This is an optimization exercise on Yosys and OpenROAD, whose aim is small area, a short achievable clock period and few clock cycles per item, not a production implementation.
No run shown here included a check of the RTL's function; only the layout flow was run.

## flow/design.v (module list and top-level ports; edited modules follow where they fit)
// module ring_locator: 875 lines
module ring_locator (
    input  wire         clk,
    input  wire         rst,
    input  wire         req_valid,
    output wire         req_ready,
    input  wire [31:0]  seed,
    input  wire [4:0]   n,
    input  wire [4:0]   k,
    input  wire [1:0]   m,
    input  wire [1:0]   s,
    input  wire [23:0]  displ,
    input  wire [119:0] dorder,
    input  wire [39:0]  rba,
    output wire         resp_valid,
    input  wire         resp_ready,
    output wire [19:0]  loc_mem,
    output wire [3:0]   loc_has,
    output wire [159:0] loc_mlba
);
  // ...
==> flow/run.sh <==
#!/bin/bash
# synth_recipe.tcl (not shown) runs the flow's synth.tcl, then flattens the netlist and writes it again
# the make line also repeats each setting of config.mk as NAME=value (left out here)
make -C /OpenROAD-flow-scripts/flow DESIGN_CONFIG=/design/flow/config.mk WORK_HOME=/design/flow/orfs CLKGATE_MAP_FILE= SYNTH_SCRIPT=/design/flow/synth_recipe.tcl finish
==> flow/config.mk <==
export PLATFORM = sky130hd
export DESIGN_NAME = ring_locator
export DESIGN_NICKNAME = ring_locator
export VERILOG_FILES = /design/flow/design.v
export SDC_FILE = /design/flow/constraint.sdc
export NUM_CORES = 4
export LEC_CHECK = 0
export CAP_MARGIN = 20
export CORE_MARGIN = 2
export CORE_UTILIZATION = 40
export SETUP_SLACK_MARGIN = 4.5
export SLEW_MARGIN = 20
==> flow/constraint.sdc <==
create_clock -name core_clock -period 10.0 [get_ports {clk}]
set_input_delay 2.0000 -clock core_clock [delete_from_list [all_inputs] [get_ports {clk}]]
set_output_delay 2.0000 -clock core_clock [all_outputs]
set_load 0.01 [all_outputs]
==> run summary, run 1 <==
worst setup path end=c1a[7]; post-synthesis mux area share=0.0639; max layer used=met5; Syn. warnings=3; routing usage on met1=0.395; async set-reset flop share out of synthesis=0; utilization after layout=0.477; Synth top cells by count=xnor2_1 (501), ha_1 (425), nand2_1 (412), edfxtp_1 (411), inv_1 (386); sequential share of cell area=0.236; CP required=10.54 ns; first-pass GRT wire length=279 mm; Tcrit/Tclk final=0.669; Buffers & Inverters on Critical Path=5; Post-Layout Inst Area=between 50000 and 60000 um^2; Final Setup Violations=0; clk buf depth=3; status=timing/DRC/antenna clean; Via density=between 5 and 6; hpwl dp=145 mm; CP delay by family, top=adder cells; Fin. Hold Viols=0; Multi-input gate area=34400 um^2; clock buffers=between 70 and 80; met3 GRT Util=0.0460; root buf cell=clkbuf_16
==> run 2, diff against run 1 <==
--- a/flow/design.v
+++ b/flow/design.v
@@ -23,17 +23,17 @@
                      P_SHUF  = 3'd3,
                      P_FIN   = 3'd4,
                      P_ACC   = 3'd5;
     reg  [2:0] phase;
     reg  [3:0] cnt;
     reg        rv;                       
     reg  [3:0] pend;                     
     wire adv = !rv || resp_ready;
-    assign req_ready  = (phase == P_ACC) && adv && (pend == 4'd0);
+    assign req_ready  = (phase == P_ACC) && (pend == 4'd0);
     assign resp_valid = rv;
     function [31:0] xs;
         input [31:0] v;
         reg   [31:0] t;
         begin
             t  = v ^ (v << 13);
             t  = t ^ (t >> 17);
             xs = t ^ (t << 5);
@@ -179,19 +179,22 @@
         endcase
     end
     wire dig_eq = (pd == key_dig);
     wire hit = pmatch && dig_eq && ring_same;
     reg  [4:0] qf;                       
     reg        v1, v2, v3;
     reg  [4:0] m1, m2, m3;               
     reg  [24:0] mh;                      
-    reg  [8:0] c1a, c1b;
-    reg  [7:0] s2;
-    reg  [4:0] j3;
+    reg  [8:0] c1r0, c1r1, c1r2, c1r3;   
+    reg  [8:0] m12;                      
+    reg  [6:0] s2;                       
+    reg  [6:0] m3x;                      
+    reg  [4:0] sw_a;                     
+    reg  [4:0] sw_pos;                   
     wire [31:0] st_x5 = (st == 32'd0) ? xs(xs(xs(xs(xs(32'h6D2B79F5)))))
                                       : xs(xs(xs(xs(xs(st)))));
     wire [24:0] me = mh;
     wire rs_1 = st[0];
     wire rs_2 = st[2] & (me[3]);
     wire rs_3 = st[3] & (me[5] | me[7]);
     wire rs_4 = st[4] & (me[3] | me[5] | me[9] | me[11] | me[13] | me[15]);
     wire rs_5 = st[5] & (me[9] | me[17] | me[19] | me[21] | me[23]);
@@ -472,145 +475,141 @@
     wire rs_280 = rs_214 ^ rs_216 ^ rs_218;
     wire rs_281 = (rs_214 & rs_216) | (rs_214 & rs_218) | (rs_216 & rs_218);
     wire rs_282 = rs_220 ^ rs_222 ^ rs_224;
     wire rs_283 = (rs_220 & rs_222) | (rs_220 & rs_224) | (rs_222 & rs_224);
     wire rs_284 = rs_215 ^ rs_217 ^ rs_219;
     wire rs_285 = (rs_215 & rs_217) | (rs_215 & rs_219) | (rs_217 & rs_219);
     wire rs_286 = rs_221 ^ rs_223 ^ rs_225;
     wire rs_287 = (rs_221 & rs_223) | (rs_221 & rs_225) | (rs_223 & rs_225);
-    wire rs_288 = rs_226 ^ rs_228 ^ rs_230;
-    wire rs_289 = (rs_226 & rs_228) | (rs_226 & rs_230) | (rs_228 & rs_230);
-    wire rs_290 = rs_227 ^ rs_229 ^ rs_231;
-    wire rs_291 = (rs_227 & rs_229) | (rs_227 & rs_231) | (rs_229 & rs_231);
-    wire rs_292 = rs_232 ^ rs_234 ^ rs_236;
-    wire rs_293 = (rs_232 & rs_234) | (rs_232 & rs_236) | (rs_234 & rs_236);
-    wire rs_294 = rs_238 ^ rs_240 ^ rs_242;
-    wire rs_295 = (rs_238 & rs_240) | (rs_238 & rs_242) | (rs_240 & rs_242);
-    wire rs_296 = rs_233 ^ rs_235 ^ rs_237;
-    wire rs_297 = (rs_233 & rs_235) | (rs_233 & rs_237) | (rs_235 & rs_237);
-    wire rs_298 = rs_239 ^ rs_241 ^ rs_243;
-    wire rs_299 = (rs_239 & rs_241) | (rs_239 & rs_243) | (rs_241 & rs_243);
-    wire rs_300 = rs_245 ^ rs_246 ^ rs_248;
-    wire rs_301 = (rs_245 & rs_246) | (rs_245 & rs_248) | (rs_246 & rs_248);
-    wire rs_302 = rs_250 ^ rs_252 ^ rs_254;
-    wire rs_303 = (rs_250 & rs_252) | (rs_250 & rs_254) | (rs_252 & rs_254);
-    wire rs_304 = rs_256 ^ rs_258;
-    wire rs_305 = rs_256 & rs_258;
-    wire rs_306 = rs_247 ^ rs_249 ^ rs_251;
-    wire rs_307 = (rs_247 & rs_249) | (rs_247 & rs_251) | (rs_249 & rs_251);
-    wire rs_308 = rs_253 ^ rs_255 ^ rs_257;
-    wire rs_309 = (rs_253 & rs_255) | (rs_253 & rs_257) | (rs_255 & rs_257);
-    wire rs_310 = rs_259 ^ rs_260 ^ rs_262;
-    wire rs_311 = (rs_259 & rs_260) | (rs_259 & rs_262) | (rs_260 & rs_262);
-    wire rs_312 = rs_264 ^ rs_266 ^ rs_268;
-    wire rs_313 = (rs_264 & rs_266) | (rs_264 & rs_268) | (rs_266 & rs_268);
-    wire rs_314 = rs_270 ^ rs_272;
-    wire rs_315 = rs_270 & rs_272;
-    wire rs_316 = rs_261 ^ rs_263 ^ rs_265;
-    wire rs_317 = (rs_261 & rs_263) | (rs_261 & rs_265) | (rs_263 & rs_265);
-    wire rs_318 = rs_267 ^ rs_269 ^ rs_271;
-    wire rs_319 = (rs_267 & rs_269) | (rs_267 & rs_271) | (rs_269 & rs_271);
-    wire rs_320 = rs_273 ^ rs_274 ^ rs_276;
-    wire rs_321 = (rs_273 & rs_274) | (rs_273 & rs_276) | (rs_274 & rs_276);
-    wire rs_322 = rs_278 ^ rs_280 ^ rs_282;
-    wire rs_323 = (rs_278 & rs_280) | (rs_278 & rs_282) | (rs_280 & rs_282);
-    wire rs_324 = rs_275 ^ rs_277 ^ rs_279;
-    wire rs_325 = (rs_275 & rs_277) | (rs_275 & rs_279) | (rs_277 & rs_279);
-    wire rs_326 = rs_281 ^ rs_283 ^ rs_284;
-    wire rs_327 = (rs_281 & rs_283) | (rs_281 & rs_284) | (rs_283 & rs_284);
-    wire rs_328 = rs_289 ^ rs_290 ^ rs_292;
-    wire rs_329 = (rs_289 & rs_290) | (rs_289 & rs_292) | (rs_290 & rs_292);
-    wire rs_330 = rs_294 ^ rs_244;
-    wire rs_331 = rs_294 & rs_244;
-    wire rs_332 = rs_291 ^ rs_293 ^ rs_295;
-    wire rs_333 = (rs_291 & rs_293) | (rs_291 & rs_295) | (rs_293 & rs_295);
-    wire rs_334 = rs_296 ^ rs_298 ^ rs_300;
-    wire rs_335 = (rs_296 & rs_298) | (rs_296 & rs_300) | (rs_298 & rs_300);
-    wire rs_336 = rs_302 ^ rs_304;
-    wire rs_337 = rs_302 & rs_304;
-    wire rs_338 = rs_297 ^ rs_299 ^ rs_301;
-    wire rs_339 = (rs_297 & rs_299) | (rs_297 & rs_301) | (rs_299 & rs_301);
-    wire rs_340 = rs_303 ^ rs_305 ^ rs_306;
-    wire rs_341 = (rs_303 & rs_305) | (rs_303 & rs_306) | (rs_305 & rs_306);
-    wire rs_342 = rs_308 ^ rs_310 ^ rs_312;
-    wire rs_343 = (rs_308 & rs_310) | (rs_308 & rs_312) | (rs_310 & rs_312);
-    wire rs_344 = rs_307 ^ rs_309 ^ rs_311;
-    wire rs_345 = (rs_307 & rs_309) | (rs_307 & rs_311) | (rs_309 & rs_311);
-    wire rs_346 = rs_313 ^ rs_315 ^ rs_316;
-    wire rs_347 = (rs_313 & rs_315) | (rs_313 & rs_316) | (rs_315 & rs_316);
-    wire rs_348 = rs_318 ^ rs_320 ^ rs_322;
-    wire rs_349 = (rs_318 & rs_320) | (rs_318 & rs_322) | (rs_320 & rs_322);
-    wire rs_350 = rs_317 ^ rs_319 ^ rs_321;
-    wire rs_351 = (rs_317 & rs_319) | (rs_317 & rs_321) | (rs_319 & rs_321);
-    wire rs_352 = rs_323 ^ rs_324 ^ rs_326;
-    wire rs_353 = (rs_323 & rs_324) | (rs_323 & rs_326) | (rs_324 & rs_326);
-    wire rs_354 = rs_325 ^ rs_327 ^ rs_285;
-    wire rs_355 = (rs_325 & rs_327) | (rs_325 & rs_285) | (rs_327 & rs_285);
-    wire rs_356 = rs_329 ^ rs_331 ^ rs_332;
-    wire rs_357 = (rs_329 & rs_331) | (rs_329 & rs_332) | (rs_331 & rs_332);
-    wire rs_358 = rs_334 ^ rs_336;
-    wire rs_359 = rs_334 & rs_336;
-    wire rs_360 = rs_333 ^ rs_335 ^ rs_337;
-    wire rs_361 = (rs_333 & rs_335) | (rs_333 & rs_337) | (rs_335 & rs_337);
-    wire rs_362 = rs_338 ^ rs_340 ^ rs_342;
-    wire rs_363 = (rs_338 & rs_340) | (rs_338 & rs_342) | (rs_340 & rs_342);
-    wire rs_364 = rs_339 ^ rs_341 ^ rs_343;
-    wire rs_365 = (rs_339 & rs_341) | (rs_339 & rs_343) | (rs_341 & rs_343);
-    wire rs_366 = rs_344 ^ rs_346 ^ rs_348;
-    wire rs_367 = (rs_344 & rs_346) | (rs_344 & rs_348) | (rs_346 & rs_348);
-    wire rs_368 = rs_345 ^ rs_347 ^ rs_349;
-    wire rs_369 = (rs_345 & rs_347) | (rs_345 & rs_349) | (rs_347 & rs_349);
-    wire rs_370 = rs_350 ^ rs_352 ^ rs_286;
-    wire rs_371 = (rs_350 & rs_352) | (rs_350 & rs_286) | (rs_352 & rs_286);
-    wire rs_372 = rs_351 ^ rs_353 ^ rs_354;
-    wire rs_373 = (rs_351 & rs_353) | (rs_351 & rs_354) | (rs_353 & rs_354);
-    wire rs_374 = rs_357 ^ rs_359 ^ rs_360;
-    wire rs_375 = (rs_357 & rs_359) | (rs_357 & rs_360) | (rs_359 & rs_360);
-    wire rs_376 = rs_362 ^ rs_314;
-    wire rs_377 = rs_362 & rs_314;
-    wire rs_378 = rs_361 ^ rs_363 ^ rs_364;
-    wire rs_379 = (rs_361 & rs_363) | (rs_361 & rs_364) | (rs_363 & rs_364);
-    wire rs_380 = rs_366 ^ rs_135;
-    wire rs_381 = rs_366 & rs_135;
-    wire rs_382 = rs_365 ^ rs_367 ^ rs_368;
-    wire rs_383 = (rs_365 & rs_367) | (rs_365 & rs_368) | (rs_367 & rs_368);
-    wire rs_384 = rs_369 ^ rs_371 ^ rs_372;
-    wire rs_385 = (rs_369 & rs_371) | (rs_369 & rs_372) | (rs_371 & rs_372);
-    wire rs_386 = rs_375 ^ rs_377 ^ rs_378;
-    wire rs_387 = (rs_375 & rs_377) | (rs_375 & rs_378) | (rs_377 & rs_378);
-    wire rs_388 = rs_379 ^ rs_381 ^ rs_382;
-    wire rs_389 = (rs_379 & rs_381) | (rs_379 & rs_382) | (rs_381 & rs_382);
-    wire rs_390 = rs_383 ^ rs_384 ^ rs_287;
-    wire rs_391 = (rs_383 & rs_384) | (rs_383 & rs_287) | (rs_384 & rs_287);
-    wire rs_392 = rs_385 ^ rs_373 ^ rs_355;
-    wire rs_393 = (rs_385 & rs_373) | (rs_385 & rs_355) | (rs_373 & rs_355);
-    wire rs_394 = rs_387 ^ rs_388 ^ rs_370;
-    wire rs_395 = (rs_387 & rs_388) | (rs_387 & rs_370) | (rs_388 & rs_370);
-    wire rs_396 = rs_395 ^ rs_389 ^ rs_390;
-    wire rs_397 = (rs_395 & rs_389) | (rs_395 & rs_390) | (rs_389 & rs_390);
-    wire rs_398 = rs_397 ^ rs_391 ^ rs_392;
-    wire rs_399 = (rs_397 & rs_391) | (rs_397 & rs_392) | (rs_391 & rs_392);
-    wire [8:0] rs_a = {rs_399, rs_398, rs_396, rs_394, rs_386, rs_374, rs_356, rs_328, rs_288};
-    wire [8:0] rs_b = {rs_393, 1'b0, 1'b0, 1'b0, rs_380, rs_376, rs_358, rs_330, rs_154};
-    reg  [8:0] s2a;
-    always @(*) begin
-        s2a = c1a + c1b;
-        if (s2a >= {m1, 4'd0})       s2a = s2a - {m1, 4'd0};
-        if (s2a >= {1'b0, m1, 3'd0}) s2a = s2a - {1'b0, m1, 3'd0};
-    end
-    reg  [7:0] s2b;
-    always @(*) begin
-        s2b = s2;
-        if (s2b >= {1'b0, m2, 2'd0}) s2b = s2b - {1'b0, m2, 2'd0};
-        if (s2b >= {2'b0, m2, 1'b0}) s2b = s2b - {2'b0, m2, 1'b0};
-        if (s2b >= {3'b0, m2})       s2b = s2b - {3'b0, m2};
-    end
-    wire [4:0] sw_a   = m3 + ~j3;            
-    wire [4:0] sw_pos = (sw_a == 5'd0) ? 5'd0 : 5'd24 - sw_a;
+    wire rs_288 = rs_227 ^ rs_229 ^ rs_231;
+    wire rs_289 = (rs_227 & rs_229) | (rs_227 & rs_231) | (rs_229 & rs_231);
+    wire rs_290 = rs_232 ^ rs_234 ^ rs_236;
+    wire rs_291 = (rs_232 & rs_234) | (rs_232 & rs_236) | (rs_234 & rs_236);
+    wire rs_292 = rs_238 ^ rs_240 ^ rs_242;
+    wire rs_293 = (rs_238 & rs_240) | (rs_238 & rs_242) | (rs_240 & rs_242);
+    wire rs_294 = rs_233 ^ rs_235 ^ rs_237;
+    wire rs_295 = (rs_233 & rs_235) | (rs_233 & rs_237) | (rs_235 & rs_237);
+    wire rs_296 = rs_239 ^ rs_241 ^ rs_243;
+    wire rs_297 = (rs_239 & rs_241) | (rs_239 & rs_243) | (rs_241 & rs_243);
+    wire rs_298 = rs_245 ^ rs_246 ^ rs_248;
+    wire rs_299 = (rs_245 & rs_246) | (rs_245 & rs_248) | (rs_246 & rs_248);
+    wire rs_300 = rs_250 ^ rs_252 ^ rs_254;
+    wire rs_301 = (rs_250 & rs_252) | (rs_250 & rs_254) | (rs_252 & rs_254);
+    wire rs_302 = rs_256 ^ rs_258;
+    wire rs_303 = rs_256 & rs_258;
+    wire rs_304 = rs_247 ^ rs_249 ^ rs_251;
+    wire rs_305 = (rs_247 & rs_249) | (rs_247 & rs_251) | (rs_249 & rs_251);
+    wire rs_306 = rs_253 ^ rs_255 ^ rs_257;
+    wire rs_307 = (rs_253 & rs_255) | (rs_253 & rs_257) | (rs_255 & rs_257);
+    wire rs_308 = rs_259 ^ rs_260 ^ rs_262;
+    wire rs_309 = (rs_259 & rs_260) | (rs_259 & rs_262) | (rs_260 & rs_262);
+    wire rs_310 = rs_264 ^ rs_266 ^ rs_268;
+    wire rs_311 = (rs_264 & rs_266) | (rs_264 & rs_268) | (rs_266 & rs_268);
+    wire rs_312 = rs_270 ^ rs_272;
+    wire rs_313 = rs_270 & rs_272;
+    wire rs_314 = rs_261 ^ rs_263 ^ rs_265;
+    wire rs_315 = (rs_261 & rs_263) | (rs_261 & rs_265) | (rs_263 & rs_265);
+    wire rs_316 = rs_267 ^ rs_269 ^ rs_271;
+    wire rs_317 = (rs_267 & rs_269) | (rs_267 & rs_271) | (rs_269 & rs_271);
+    wire rs_318 = rs_273 ^ rs_274 ^ rs_276;
+    wire rs_319 = (rs_273 & rs_274) | (rs_273 & rs_276) | (rs_274 & rs_276);
+    wire rs_320 = rs_278 ^ rs_280 ^ rs_282;
+    wire rs_321 = (rs_278 & rs_280) | (rs_278 & rs_282) | (rs_280 & rs_282);
+    wire rs_322 = rs_275 ^ rs_277 ^ rs_279;
+    wire rs_323 = (rs_275 & rs_277) | (rs_275 & rs_279) | (rs_277 & rs_279);
+    wire rs_324 = rs_281 ^ rs_283 ^ rs_284;
+    wire rs_325 = (rs_281 & rs_283) | (rs_281 & rs_284) | (rs_283 & rs_284);
+    wire rs_326 = rs_289 ^ rs_291 ^ rs_293;
+    wire rs_327 = (rs_289 & rs_291) | (rs_289 & rs_293) | (rs_291 & rs_293);
+    wire rs_328 = rs_294 ^ rs_296 ^ rs_298;
+    wire rs_329 = (rs_294 & rs_296) | (rs_294 & rs_298) | (rs_296 & rs_298);
+    wire rs_330 = rs_295 ^ rs_297 ^ rs_299;
+    wire rs_331 = (rs_295 & rs_297) | (rs_295 & rs_299) | (rs_297 & rs_299);
+    wire rs_332 = rs_301 ^ rs_303 ^ rs_304;
+    wire rs_333 = (rs_301 & rs_303) | (rs_301 & rs_304) | (rs_303 & rs_304);
+    wire rs_334 = rs_306 ^ rs_308 ^ rs_310;
+    wire rs_335 = (rs_306 & rs_308) | (rs_306 & rs_310) | (rs_308 & rs_310);
+    wire rs_336 = rs_305 ^ rs_307 ^ rs_309;
+    wire rs_337 = (rs_305 & rs_307) | (rs_305 & rs_309) | (rs_307 & rs_309);
+    wire rs_338 = rs_311 ^ rs_313 ^ rs_314;
+    wire rs_339 = (rs_311 & rs_313) | (rs_311 & rs_314) | (rs_313 & rs_314);
+    wire rs_340 = rs_316 ^ rs_318 ^ rs_320;
+    wire rs_341 = (rs_316 & rs_318) | (rs_316 & rs_320) | (rs_318 & rs_320);
+    wire rs_342 = rs_315 ^ rs_317 ^ rs_319;
+    wire rs_343 = (rs_315 & rs_317) | (rs_315 & rs_319) | (rs_317 & rs_319);
+    wire rs_344 = rs_321 ^ rs_322 ^ rs_324;
+    wire rs_345 = (rs_321 & rs_322) | (rs_321 & rs_324) | (rs_322 & rs_324);
+    wire rs_346 = rs_323 ^ rs_325 ^ rs_285;
+    wire rs_347 = (rs_323 & rs_325) | (rs_323 & rs_285) | (rs_325 & rs_285);
+    wire rs_348 = rs_327 ^ rs_329 ^ rs_330;
+    wire rs_349 = (rs_327 & rs_329) | (rs_327 & rs_330) | (rs_329 & rs_330);
+    wire rs_350 = rs_331 ^ rs_333 ^ rs_335;
+    wire rs_351 = (rs_331 & rs_333) | (rs_331 & rs_335) | (rs_333 & rs_335);
+    wire rs_352 = rs_336 ^ rs_338 ^ rs_340;
+    wire rs_353 = (rs_336 & rs_338) | (rs_336 & rs_340) | (rs_338 & rs_340);
+    wire rs_354 = rs_337 ^ rs_339 ^ rs_341;
+    wire rs_355 = (rs_337 & rs_339) | (rs_337 & rs_341) | (rs_339 & rs_341);
+    wire rs_356 = rs_342 ^ rs_344 ^ rs_286;
+    wire rs_357 = (rs_342 & rs_344) | (rs_342 & rs_286) | (rs_344 & rs_286);
+    wire rs_358 = rs_343 ^ rs_345 ^ rs_346;
+    wire rs_359 = (rs_343 & rs_345) | (rs_343 & rs_346) | (rs_345 & rs_346);
+    wire [8:0] rsr_0 = {1'b0, rs_359, rs_355, rs_351, rs_349, rs_348, rs_326, rs_288, rs_226};
+    wire [8:0] rsr_1 = {1'b0, rs_347, rs_357, rs_353, rs_350, rs_332, rs_328, rs_290, rs_228};
+    wire [8:0] rsr_2 = {1'b0, 1'b0, rs_358, rs_354, rs_352, rs_334, rs_300, rs_292, rs_230};
+    wire [8:0] rsr_3 = {1'b0, 1'b0, rs_287, rs_356, rs_135, rs_312, rs_302, rs_244, rs_154};
+    wire rs_360 = c1r0[0] ^ c1r1[0] ^ c1r2[0];
+    wire rs_361 = (c1r0[0] & c1r1[0]) | (c1r0[0] & c1r2[0]) | (c1r1[0] & c1r2[0]);
+    wire rs_362 = c1r0[1] ^ c1r1[1] ^ c1r2[1];
+    wire rs_363 = (c1r0[1] & c1r1[1]) | (c1r0[1] & c1r2[1]) | (c1r1[1] & c1r2[1]);
+    wire rs_364 = c1r0[2] ^ c1r1[2] ^ c1r2[2];
+    wire rs_365 = (c1r0[2] & c1r1[2]) | (c1r0[2] & c1r2[2]) | (c1r1[2] & c1r2[2]);
+    wire rs_366 = c1r0[3] ^ c1r1[3] ^ c1r2[3];
+    wire rs_367 = (c1r0[3] & c1r1[3]) | (c1r0[3] & c1r2[3]) | (c1r1[3] & c1r2[3]);
+    wire rs_368 = c1r0[4] ^ c1r1[4] ^ c1r2[4];
+    wire rs_369 = (c1r0[4] & c1r1[4]) | (c1r0[4] & c1r2[4]) | (c1r1[4] & c1r2[4]);
+    wire rs_370 = c1r0[5] ^ c1r1[5] ^ c1r2[5];
+    wire rs_371 = (c1r0[5] & c1r1[5]) | (c1r0[5] & c1r2[5]) | (c1r1[5] & c1r2[5]);
+    wire rs_372 = c1r0[6] ^ c1r1[6] ^ c1r2[6];
+    wire rs_373 = (c1r0[6] & c1r1[6]) | (c1r0[6] & c1r2[6]) | (c1r1[6] & c1r2[6]);
+    wire rs_374 = c1r0[7] ^ c1r1[7] ^ c1r2[7];
+    wire rs_375 = (c1r0[7] & c1r1[7]) | (c1r0[7] & c1r2[7]) | (c1r1[7] & c1r2[7]);
+    wire rs_376 = c1r0[8] ^ c1r1[8] ^ c1r2[8];
+    wire rs_377 = (c1r0[8] & c1r1[8]) | (c1r0[8] & c1r2[8]) | (c1r1[8] & c1r2[8]);
+    wire rs_378 = rs_361 ^ rs_362 ^ c1r3[1];
+    wire rs_379 = (rs_361 & rs_362) | (rs_361 & c1r3[1]) | (rs_362 & c1r3[1]);
+    wire rs_380 = rs_363 ^ rs_364 ^ c1r3[2];
+    wire rs_381 = (rs_363 & rs_364) | (rs_363 & c1r3[2]) | (rs_364 & c1r3[2]);
+    wire rs_382 = rs_365 ^ rs_366 ^ c1r3[3];
+    wire rs_383 = (rs_365 & rs_366) | (rs_365 & c1r3[3]) | (rs_366 & c1r3[3]);
+    wire rs_384 = rs_367 ^ rs_368 ^ c1r3[4];
+    wire rs_385 = (rs_367 & rs_368) | (rs_367 & c1r3[4]) | (rs_368 & c1r3[4]);
+    wire rs_386 = rs_369 ^ rs_370 ^ c1r3[5];
+    wire rs_387 = (rs_369 & rs_370) | (rs_369 & c1r3[5]) | (rs_370 & c1r3[5]);
+    wire rs_388 = rs_371 ^ rs_372 ^ c1r3[6];
+    wire rs_389 = (rs_371 & rs_372) | (rs_371 & c1r3[6]) | (rs_372 & c1r3[6]);
+    wire rs_390 = rs_373 ^ rs_374 ^ c1r3[7];
+    wire rs_391 = (rs_373 & rs_374) | (rs_373 & c1r3[7]) | (rs_374 & c1r3[7]);
+    wire rs_392 = rs_375 ^ rs_376 ^ c1r3[8];
+    wire rs_393 = (rs_375 & rs_376) | (rs_375 & c1r3[8]) | (rs_376 & c1r3[8]);
+    wire [8:0] rs2_a = {rs_391, rs_389, rs_387, rs_385, rs_383, rs_381, rs_379, rs_378, rs_360};
+    wire [8:0] rs2_b = {rs_392, rs_390, rs_388, rs_386, rs_384, rs_382, rs_380, 1'b0, c1r3[0]};
+    wire [8:0] s2s = rs2_a + rs2_b;
+    wire [9:0] d16 = {1'b0, s2s} - {1'b0, m1, 4'd0};
+    wire [9:0] d12 = {1'b0, s2s} - {1'b0, m12};
+    wire [9:0] d8  = {1'b0, s2s} - {2'b0, m1, 3'd0};
+    wire [9:0] d4  = {1'b0, s2s} - {3'b0, m1, 2'd0};
+    wire [6:0] s2n = !d16[9] ? d16[6:0] : !d12[9] ? d12[6:0] :
+                     !d8[9]  ? d8[6:0]  : !d4[9]  ? d4[6:0]  : s2s[6:0];
+    wire [7:0] e3 = {1'b0, s2} - {1'b0, m3x};
+    wire [7:0] e2 = {1'b0, s2} - {2'b0, m2, 1'b0};
+    wire [7:0] e1 = {1'b0, s2} - {3'b0, m2};
+    wire [4:0] j_n = !e3[7] ? e3[4:0] : !e2[7] ? e2[4:0] : !e1[7] ? e1[4:0] : s2[4:0];
+    wire [4:0] a_n = m2 + ~j_n;              
+    wire [4:0] p_n = (a_n == 5'd0) ? 5'd0 : 5'd24 - a_n;
     reg        hc;                       
     wire [4:0] kp1 = kreg + 5'd1;
     wire [4:0] kp2 = kreg + 5'd2;
     function [4:0] posof;                
         input [4:0] ci;
         reg   [5:0] ps;
         begin
             ps    = {1'b0, rb} + {1'b0, ci};
@@ -638,19 +637,18 @@
     wire [4:0] code_b = rowp[addr_b];
     wire [4:0] nm1    = key_n - 5'd1;
     wire [4:0] mem_a  = nm1 - code_a;
     wire [4:0] mem_b  = nm1 - code_b;
     wire t1_in = (s != 2'd0);
     wire t2_in = (s == 2'd2);
     wire t1_ok = t1_in && !displ[top1];
     wire t2_ok = t2_in && !displ[top2];
-    wire [4:0] b0 = t2_ok ? top2 : top1;
-    wire       nb1 = t1_ok || t2_ok;
-    wire       nb2 = t1_ok && t2_ok;
+    reg  [4:0] b0;                       
+    reg        nb1, nb2;                 
     wire [1:0] rh = pend[0] ? 2'd0 : pend[1] ? 2'd1 : pend[2] ? 2'd2 : 2'd3;
     reg  [4:0] o_mem [0:3];
     reg  [3:0] o_has;
     reg  [3:0] o_cy;                     
     reg  [3:0] o_blk;
     reg        r2v;
     reg  [1:0] r2h;
     reg  [23:0] lt;
@@ -693,25 +691,33 @@
         for (g = 0; g < 4; g = g + 1) begin : g_out
             assign loc_mem[g*5 +: 5]    = o_mem[g];
             assign loc_mlba[g*40 +: 40] = {pw[35:5] + {30'd0, o_cy[g]}, lo_sum[g][4:0], o_blk};
         end
     endgenerate
     assign loc_has = o_has;
     integer ti;
     always @(posedge clk) begin
-        c1a <= rs_a;                     
-        c1b <= rs_b;
-        m1  <= qf + 5'd1;
-        s2  <= s2a[7:0];                 
-        m2  <= m1;
-        j3  <= s2b[4:0];                 
-        m3  <= m2;
+        c1r0   <= rsr_0;                  
+        c1r1   <= rsr_1;
+        c1r2   <= rsr_2;
+        c1r3   <= rsr_3;
+        m1     <= qf + 5'd1;
+        m12    <= {qf + 5'd1, 3'd0} + {1'b0, qf + 5'd1, 2'd0};
+        s2     <= s2n;                   
+        m2     <= m1;
+        m3x    <= {2'b0, m1} + {1'b0, m1, 1'b0};
+        sw_a   <= a_n;                   
+        sw_pos <= p_n;
+        m3     <= m2;
         r2h <= rh;                       
         lt  <= lt_n;
+        b0  <= t2_ok ? top2 : top1;
+        nb1 <= t1_ok || t2_ok;
+        nb2 <= t1_ok && t2_ok;
     end
     always @(posedge clk) begin
         if (rst) begin
             phase   <= P_START;
             rv      <= 1'b0;
             cvalid  <= 1'b0;
             lastv   <= 1'b0;
             v1      <= 1'b0;
==> flow/config.mk (replaced) <==
export PLATFORM = sky130hd
export DESIGN_NAME = ring_locator
export DESIGN_NICKNAME = ring_locator
export VERILOG_FILES = /design/flow/design.v
export SDC_FILE = /design/flow/constraint.sdc
export NUM_CORES = 4
export LEC_CHECK = 0
export CAP_MARGIN = 20
export CORE_MARGIN = 2
export CORE_UTILIZATION = 40
export SETUP_SLACK_MARGIN = 5
export SLEW_MARGIN = 20
==> run 2 against run 1 <==
Compared with the run above: maximum frequency increased by 34%; critical path depth down 3; routed wire length up 3.1%; cell area up 6.4%; still clean on timing, DRC and antenna; clock-buffer cell count grew 1.
==> run summary, run 2 <==
status=timing/DRC/antenna clean (unchanged); Post-Syn Area per Cell=9.47 um^2 (was 9.44 um^2); unrepaired setup endpoints after global routing=yes (unchanged); Post-CTS Hold Buffers=0 (unchanged); routed wire length=195 mm (was 189 mm); worst slew pin tran=1.11 ns (was 1.10 ns); die height=365 um (was 358 um); CP delay by family, top=simple AND/OR/NAND/NOR gates (was adder cells); Crit path depth=15 (was 18); clk buf depth=3 (unchanged); critical-path maximum fanout=8 (was 4); worst hold start=m2[4] (unchanged); Via density=5.84 (was 5.89); crit path cell chain=buf_8, ha_4, ha_4, xor2_4, nand2b_4, or4_4, or4_4, nor4_4, inv_2, o21ai_2, nand2_2, nor2_1, o221a_2, a21boi_4, buf_12 (was buf_12, or4_4, or4_4, o41a_1, fa_1, inv_2, fa_2, inv_2, fa_1, fa_2, inv_2, fa_2, fa_1, fa_1, inv_2, fa_2, fa_2, fa_1); max-slew violations=0 (unchanged); top-count cell post-synth=xnor2_1 (unchanged); Worst Reg-to-Reg Cells=9 (was 18); Fin. Hold Viols=0 (unchanged); async set-reset flop share out of synthesis=0 (unchanged); Synth top area share=0.237 (was 0.246); Final #Nets=6814 (was 6558); top flop regs=rowu: 120 flops, pw: 36 flops, x_old: 36 flops (unchanged); Tcrit/Tclk final=0.499 (was 0.669); Final Setup Violations=0 (unchanged); Clock Sink Count=536 (was 498); r2r setup slk=5.05 ns (was 3.31 ns); Hold Path Class=flop to flop (unchanged); Setup TNS=0 ns (unchanged); Clock transition at path regs=0.06 ns (about the same); hpwl dp=147 mm (was 145 mm); fillers=11906 (was 11820); commonest non-fill, non-tap cell in the layout=xnor2_1 (unchanged); initial antenna violation count=13 (was 6); H-tree Lvls=3 (was 2); Die W=365 um (was 358 um); Syn. warnings=3 (unchanged); CP Capture Type=flop (unchanged); Peak Freq=200 MHz (was 149 MHz); Avg WL per Cell=25.1 um (was 25.4 um); layout cells sized above 1=0.129 (was 0.106); FP Rows=132 (was 130); sequential share of the synthesized area=0.285 (was 0.280); Unique masters post-synth=86 (was 91); FF-to-FF Start=st[4] (was mh[19]); Crit Path Category=input pin to flop (was flop to flop); syn nets=6341 (was 6149); max FFs per register=120 (unchanged); Seq cells post-synth=536 (was 498); total grt overflow=0 (unchanged); slowest CP cell=or4_4 (was fa_2); first-pass GRT wire length=285 mm (was 279 mm); Synth top cells by count=xnor2_1 (516), nand2_1 (479), ha_1 (444), edfxtp_1 (411), inv_1 (377) (was xnor2_1 (501), ha_1 (425), nand2_1 (412), edfxtp_1 (411), inv_1 (386)); Hold Path Stages=0 (unchanged); Reg with most FFs=rowu (unchanged); root buf cell=clkbuf_16 (unchanged); DP Area=58100 um^2 (was 56000 um^2); core area=129000 um^2 (was 125000 um^2); Critical Path AT=5.35 ns (was 7.23 ns); DRT Pass-1 Iters=9 (was 7); Num CTS Buffers=66 (was 59); Vias=45380 (was 43776); Worst path max stage delay=0.51 ns (was 0.59 ns); largest net degree at the start of global routing=74 (was 85); cell count after synthesis=5493 (was 5321); Layout area overhead=22.2% (was 18.9%); vias in the first global route=43853 (was 42811); Post-Syn Area=52000 um^2 (was 50200 um^2); reg-to-reg endpoint=st[9] (was c1a[7]); # IOs=420 (unchanged); slew margin rel.=0.256 (was 0.267); Multi-input gate area=36200 um^2 (was 34400 um^2); clk_skew=0.0269 ns (was 0.0251 ns); Yosys top cell by area=edfxtp_1 (unchanged); routability cong.=0.987 (was 1.01); total track usage=0.284 (was 0.287); Initial Utilization=0.402 (was 0.401); CP required=10.36 ns (was 10.54 ns); Routed Antenna Nets=0 (unchanged); DIE AREA=133000 um^2 (was 128000 um^2); initial DRC count=4543 (was 4120); sequential cell area=14900 um^2 (was 14100 um^2); Post-Layout Inst Area=63600 um^2 (was 59700 um^2); Buffers & Inverters on Critical Path=3 (was 5); clock latency on the worst-skew pair=0.65 ns (was 0.68 ns); most frequent cells in the layout=xnor2_1 (507), nand2_1 (469), edfxtp_1 (411), ha_1 (395), inv_1 (368) (was xnor2_1 (497), ha_1 (419), clkdlybuf4s50_1 (413), edfxtp_1 (411), nand2_1 (407)); Post-synth EDFFs=411 (unchanged); hold endpoint=m3[4] (unchanged); Post-route DRC=0 (unchanged); ys flop type=edfxtp_1 (unchanged); top cells by area, synth=edfxtp_1 (24%), ha_1 (11%), xnor2_1 (8.7%), fa_1 (6.5%), dfxtp_1 (4.8%) (was edfxtp_1 (25%), ha_1 (11%), xnor2_1 (8.7%), fa_1 (6.7%), xor2_1 (4.5%)); CTS tree=yes (unchanged); max cap viols=0 (unchanged); IO buf count=419 (unchanged); minimum clock period=4.99 ns (was 6.69 ns); Critical Path Start Type=input pin (was flop)
## run 2: cell types whose count changed in the layout (fill, tap and decap cells not counted), sizes merged, moves of 21 or more
cell / before / now
nor3: 117 / 78
clkdlybuf4s50: 413 / 342
buf: 196 / 277
a32oi: 12 / 33
a21o: 106 / 131
dfxtp: 87 / 125
clkbuf: 78 / 104
dlymetal6s2s: 2 / 32
mux2i: 164 / 129
nor2: 375 / 331
nand2: 413 / 480
## run 2: what timing repair did
item	4_1_cts	5_1_grt
endpoints found under the setup margin	289	249
buffers inserted	93	93
gates resized for setup	222	236
gates cloned	4	4
pin swaps	25	59
## run 2: kinds of logic after synthesis
logic type,count (synthesis),synth area share
and+or+nand+nor,1491,0.137
xor gates and xnor gates,840,0.154
adders and majority gates,614,0.172
DFF,536,0.285
muxes,208,0.0545
AOI/OAI and AO/OA,1134,0.147
buffers and inverters,670,0.0500
## run 2: worst max path at each step
stage | start | to
floorplan | n[0] | pr[1][0]
global placement | rba[5] | pr[3][1]
detailed placement | phase[2] | o_has[0]
CTS | phase[0] | o_has[2]
global route | hc | o_has[2]
finish | rba[7] | pr[3][2]
## run 2: routing by layer
layer  up-vias  track usage  part of all wire
li1      20589            -                 -
met1     22226        0.385              0.42
met2      2177        0.461              0.46
met3       378       0.0522             0.090
met4        10       0.0830             0.030
met5         -            0           0.00031
## run 2: area by class of cell
cell class,instances,share of cell area
multi-input cells,4289,0.570
repair buffers,695,0.103
well taps,1742,0.0343
inverters,378,0.0227
diodes,8,0.000315
clock buffers,79,0.0282
clock inverters,40,0.00754
flip-flops and latches,536,0.234
## run 2: metrics by stage
step,hold WS (ns),utilization,worst slack [ns],cells
floorplan,0.331,-,4.62,5493
global placement,0.379,0.449,3.30,7444
detailed placement,0.370,0.449,3.14,7445
CTS,0.374,0.480,4.85,7661
global route,0.385,0.491,4.90,7760
finish,0.371,0.492,5.01,7767

what the ideal ports hide:
No port has a modelled driver above. Below, the same layouts with a new extraction and two added sets of constraints.
Step 1 sets driving cells, clkbuf_16 on the clock port and buf_2 on the other inputs (assumed; they add their load-dependent delay and slew).
Step 2 moves the port delays by t, midway between the first and last clock arrival at a register: inputs arrive t later, outputs are due t later. That takes back most of the time a late clock gives input paths.
Three values: no drivers, after step 1, after step 2; two values: the first two.
run	shift t [ns]	setup WS [ns]	worst hold slack (ns)	worst slew at a driven data input, ns	pins driven straight from the clock port
run 1	0.747	3.311 / 3.311 / 3.311	0.355 / 0.355 / 0.355	0.17	1
run 2	0.723	5.012 / 4.967 / 4.329	0.371 / 0.371 / 0.371	0.24	1
After both steps setup and hold are still met in every run listed. The setup slack of run 2, which loses most, moves by -0.045 ns with the drivers and by -0.683 ns with both steps.
